What follows belongs to an exercise in optimizing a design on an open flow for small area, a short achievable clock period and few clock cycles per item; a production flow would make more cautious choices. At most, simulation tests tie the RTL to the original design; equivalence was not proved.

Setup of old:
==> module xu_aes, before the edit <==
module xu_aes (
    input  wire         clk,
    input  wire         rst,         
    input  wire         in_valid,
    output wire         in_ready,
    input  wire         in_key256,   
    input  wire [255:0] in_key,
    input  wire [127:0] in_block,
    output reg          out_valid,
    output wire [127:0] out_data
);
  function [7:0] xtime;
    input [7:0] b;
    xtime = {b[6:0], 1'b0} ^ (b[7] ? 8'h1b : 8'h00);
  endfunction
  localparam NC = 1;
  reg [NC-1:0] q_act;      
  reg [NC-1:0] q_k256;
  reg  [3:0]  q_rnd;       
  reg  [7:0]  q_rcon;
  reg         q_rot;       
  reg [127:0] q_state;
  reg [127:0] q_ka;        
  reg [127:0] q_kb;        
  reg         p_act;
  reg [NC-1:0] p_k256;
  reg  [3:0]  p_rnd;       
  reg [NC-1:0] p_last;     
  reg [NC-1:0] p_cont;     
  reg  [7:0]  p_rcon;
  reg         p_rot;
  reg [287:0] p_m;         
  reg  [71:0] p_km;        
  reg [127:0] p_ka;
  reg [127:0] p_kb;
  reg [127:0] r_out;       
  assign out_data = r_out;
  genvar gi;
  wire order_ok = !q_act[0] || !q_k256[0] || (q_rnd >= 4'd4);
  reg  r_ready;
  assign in_ready = r_ready;
  wire       lastq0     = q_k256[0] ? (q_rnd == 4'd13) : (q_rnd == 4'd9);
  wire       p_cont_n   = q_act[0] && !lastq0;
  wire       q_act_n    = p_cont[0] || (in_valid && order_ok);
  wire       q_k256_n   = p_cont[0] ? p_k256[0] : in_key256;
  wire [3:0] q_rnd_n    = p_cont[0] ? p_rnd : 4'd0;
  wire       order_ok_n = !q_act_n || !q_k256_n || (q_rnd_n >= 4'd4);
  always @(posedge clk) begin
    if (rst)
      r_ready <= 1'b1;
    else
      r_ready <= !p_cont_n && order_ok_n;
  end
  wire [127:0] act_w, k256_w;
  generate
    for (gi = 0; gi < 128; gi = gi + 1) begin : g_ctl
      assign act_w[gi]  = p_cont[gi * NC / 128];
      assign k256_w[gi] = p_k256[gi * NC / 128];
    end
  endgenerate
  wire [287:0] m_nxt;
  wire  [71:0] km_nxt;
  generate
    for (gi = 0; gi < 16; gi = gi + 1) begin : g_sa
      xu_aes_sbox_top u_top (.a(q_state[8*gi +: 8]), .m(m_nxt[18*gi +: 18]));
    end
    for (gi = 0; gi < 4; gi = gi + 1) begin : g_ka
      xu_aes_sbox_top u_top (.a(q_kb[96 + 8*gi +: 8]), .m(km_nxt[18*gi +: 18]));
    end
  endgenerate
  always @(posedge clk) begin
    if (rst)
      p_act <= 1'b0;
    else
      p_act <= q_act[0];
    p_k256 <= q_k256;
    p_rnd  <= q_rnd + 4'd1;
    p_last <= (q_k256 & {NC{q_rnd == 4'd13}}) | (~q_k256 & {NC{q_rnd == 4'd9}});
    if (rst)
      p_cont <= {NC{1'b0}};
    else
      p_cont <= q_act & ~((q_k256 & {NC{q_rnd == 4'd13}}) | (~q_k256 & {NC{q_rnd == 4'd9}}));
    p_rcon <= q_rcon;
    p_rot  <= q_rot;
    p_m    <= m_nxt;
    p_km   <= km_nxt;
    p_ka   <= q_ka;
    p_kb   <= q_kb;
  end
  wire [127:0] sb;
  wire  [31:0] ksub;
  generate
    for (gi = 0; gi < 16; gi = gi + 1) begin : g_sb
      xu_aes_sbox_bot u_bot (.m(p_m[18*gi +: 18]), .y(sb[8*gi +: 8]));
    end
    for (gi = 0; gi < 4; gi = gi + 1) begin : g_kb
      xu_aes_sbox_bot u_bot (.m(p_km[18*gi +: 18]), .y(ksub[8*gi +: 8]));
    end
  endgenerate
  wire [127:0] sr;
  generate
    for (gi = 0; gi < 16; gi = gi + 1) begin : g_shift
      assign sr[8*gi +: 8] = sb[8*((gi + 4*(gi % 4)) % 16) +: 8];
    end
  endgenerate
  wire [127:0] mx;
  generate
    for (gi = 0; gi < 4; gi = gi + 1) begin : g_mix
      wire [7:0] a0 = sr[32*gi +: 8];
      wire [7:0] a1 = sr[32*gi + 8 +: 8];
      wire [7:0] a2 = sr[32*gi + 16 +: 8];
      wire [7:0] a3 = sr[32*gi + 24 +: 8];
      wire [7:0] t  = a0 ^ a1 ^ a2 ^ a3;
      assign mx[32*gi +: 8]      = t ^ xtime(a0 ^ a1);
      assign mx[32*gi + 8 +: 8]  = t ^ xtime(a1 ^ a2);
      assign mx[32*gi + 16 +: 8] = t ^ xtime(a2 ^ a3);
      assign mx[32*gi + 24 +: 8] = t ^ xtime(a3 ^ a0);
    end
  endgenerate
  wire [31:0]  kw_rot  = {ksub[7:0], ksub[31:8]};
  wire [31:0]  rc      = {24'd0, p_rot ? p_rcon : 8'd0};
  wire [31:0]  k0      = p_ka[31:0] ^ rc;
  wire [31:0]  k1      = k0 ^ p_ka[63:32];
  wire [31:0]  k2      = k1 ^ p_ka[95:64];
  wire [31:0]  k3      = k2 ^ p_ka[127:96];
  wire [31:0]  kw_t    = p_rot ? kw_rot : ksub;
  wire [127:0] knext   = {k3, k2, k1, k0} ^ {4{kw_t}};
  wire [127:0] rkey    = (k256_w & p_kb) | (~k256_w & knext);
  wire [127:0] last_out  = sr ^ rkey;
  wire [127:0] round_out = last_out ^ mx;
  wire [127:0] state_nxt = (act_w & round_out) | (~act_w & (in_block ^ in_key[127:0]));
  wire [127:0] kb_in  = {in_key256 ? in_key[255:224] : in_key[127:96], in_key[223:128]};
  integer c;
  always @(posedge clk) begin
    for (c = 0; c < NC; c = c + 1) begin
      if (rst)
        q_act[c] <= 1'b0;
      else
        q_act[c] <= p_cont[c] || (in_valid && order_ok);
      q_k256[c] <= p_cont[c] ? p_k256[c] : in_key256;
    end
    if (rst)
      out_valid <= 1'b0;
    else
      out_valid <= p_act && p_last[0];
    q_state <= state_nxt;
    r_out   <= last_out;
    q_ka    <= (act_w & rkey) | (~act_w & in_key[127:0]);
    q_kb    <= (act_w & knext) | (~act_w & kb_in);
    if (p_cont[0]) begin
      q_rnd  <= p_rnd;
      q_rcon <= p_rot ? xtime(p_rcon) : p_rcon;
      q_rot  <= !p_k256[0] || !p_rot;
    end else begin
      q_rnd  <= 4'd0;
      q_rcon <= 8'h01;
      q_rot  <= 1'b1;
    end
  end
endmodule
==> flow/config.mk <==
export PLATFORM = sky130hd
export DESIGN_NAME = xu_aes
export DESIGN_NICKNAME = xu_aes
export VERILOG_FILES = /design/flow/design.v
export SDC_FILE = /design/flow/constraint.sdc
export NUM_CORES = 4
export LEC_CHECK = 0
export ABC_CLOCK_PERIOD_IN_PS = 5000
export CAP_MARGIN = 20
export CORE_MARGIN = 2
export CORE_UTILIZATION = 50
export PLACE_DENSITY = 0.6
export SETUP_SLACK_MARGIN = 5
export SLEW_MARGIN = 20
==> flow/constraint.sdc <==
create_clock -name core_clock -period 10.0 [get_ports {clk}]
set_input_delay 2.0000 -clock core_clock [delete_from_list [all_inputs] [get_ports {clk}]]
set_output_delay 2.0000 -clock core_clock [all_outputs]
set_load 0.01 [all_outputs]
standard.sh (not shown) runs the stock make flow with config.mk's settings and CLKGATE_MAP_FILE= SYNTH_SCRIPT=/design/flow/synth_recipe.tcl, a recipe that flattens the netlist after the stock synthesis.
==> flow/flow/run.sh <==
#!/bin/bash
set -euo pipefail
W=$(pwd)
SETUP_MARGIN=6.5
cat > "$W/my_synth.tcl" <<EOT
proc abc {args} {
  set i [lsearch -exact \$args -script]
  if {\$i >= 0} { set args [lreplace \$args \$i [expr {\$i + 1}] -script $W/flow/abc_nf.script] }
  puts "abc with flow/abc_nf.script: \$args"
  yosys abc {*}\$args
}
source $W/synth_recipe.tcl
EOT
bash standard.sh SYNTH_SCRIPT="$W/my_synth.tcl" \
  BUFFER_PORTS_ARGS="-buffer_cell sky130_fd_sc_hd__buf_1" \
  SETUP_SLACK_MARGIN="$SETUP_MARGIN" finish > "$W/standard.log" 2>&1
==> flow/flow/abc_nf.script <==
strash
&get -n
&fraig -x
&put
scorr
dc2
dretime
strash
&get -n
&dch -f
&nf -R 10
&put
buffer -c
topo
stime -c
upsize -c
dnsize -c
Testbench counts of old, summed over its fixed seeds: cycles 24,800, blocks 2,048.
## Diff of input files: new against old
--- a/flow/design.v
+++ b/flow/design.v
@@ -252,15 +252,16 @@
     if (rst)
       r_ready <= 1'b1;
     else
       r_ready <= !p_cont_n && order_ok_n;
   end
-  wire [127:0] act_w, k256_w;
+  wire [127:0] act_w, k256_w, last_w;
   generate
     for (gi = 0; gi < 128; gi = gi + 1) begin : g_ctl
       assign act_w[gi]  = p_cont[gi * NC / 128];
       assign k256_w[gi] = p_k256[gi * NC / 128];
+      assign last_w[gi] = p_last[gi * NC / 128];
     end
   endgenerate
   wire [287:0] m_nxt;
   wire  [71:0] km_nxt;
   generate
@@ -326,13 +327,13 @@
   wire [31:0]  k1      = k0 ^ p_ka[63:32];
   wire [31:0]  k2      = k1 ^ p_ka[95:64];
   wire [31:0]  k3      = k2 ^ p_ka[127:96];
   wire [31:0]  kw_t    = p_rot ? kw_rot : ksub;
   wire [127:0] knext   = {k3, k2, k1, k0} ^ {4{kw_t}};
-  wire [127:0] rkey    = (k256_w & p_kb) | (~k256_w & knext);
-  wire [127:0] last_out  = sr ^ rkey;
-  wire [127:0] round_out = last_out ^ mx;
+  wire [127:0] k128    = {k3, k2, k1, k0} ^ {4{kw_rot}};
+  wire [127:0] rkey    = (k256_w & p_kb) | (~k256_w & k128);
+  wire [127:0] round_out = sr ^ (mx & ~last_w) ^ rkey;
   wire [127:0] state_nxt = (act_w & round_out) | (~act_w & (in_block ^ in_key[127:0]));
   wire [127:0] kb_in  = {in_key256 ? in_key[255:224] : in_key[127:96], in_key[223:128]};
   integer c;
   always @(posedge clk) begin
     for (c = 0; c < NC; c = c + 1) begin
@@ -345,11 +346,11 @@
     if (rst)
       out_valid <= 1'b0;
     else
       out_valid <= p_act && p_last[0];
     q_state <= state_nxt;
-    r_out   <= last_out;
+    r_out   <= round_out;
     q_ka    <= (act_w & rkey) | (~act_w & in_key[127:0]);
     q_kb    <= (act_w & knext) | (~act_w & kb_in);
     if (p_cont[0]) begin
       q_rnd  <= p_rnd;
       q_rcon <= p_rot ? xtime(p_rcon) : p_rcon;
Findings:
[new vs old] initial DRC count: higher in new
Critical path depth: lower on new
new against old: register-to-register slack did not really move; post-synthesis mux area share shows an increase of 0.53 points; sequential share of layout area now smaller; layout filler cell count went up.
Summary of new over old: final cell area excluding filler cells went up 0.0019 sq mm, clock period minus final worst setup slack has decreased.
Function not checked in new: the RTL went through the layout flow alone.

[afterwards: timing with drivers on the ports]
The flow's constraints put no driver on any port. The routed layouts listed below were extracted and timed again, unchanged, in two steps. Step 1 (the two cells are an assumption about what drives the block):
set clk [get_ports {clk}]
set_driving_cell -lib_cell sky130_fd_sc_hd__clkbuf_16 $clk
set_driving_cell -lib_cell sky130_fd_sc_hd__buf_2 [delete_from_list [all_inputs] $clk]
Step 2 also shifts input and output timing later by t, the mid clock arrival at the registers, as if the neighbouring blocks saw the same clock. Three values: ideal ports, drivers, drivers and shift; two values: the first two.
| run | t, ns | setup WS [ns] | clock arrival spread, ns | pins driven straight from the clock port |
|---|---|---|---|---|
| old | 0.778 | 6.465 / 6.465 / 6.361 | 0.022 / 0.021 | 1 |
| new | 0.805 | 6.469 / 6.469 / 6.297 | 0.031 / 0.031 | 1 |
After both steps setup and hold are still met in every run listed. For new, which loses most, drivers alone change the setup slack by 0.000 ns; drivers and shift together by -0.172 ns.
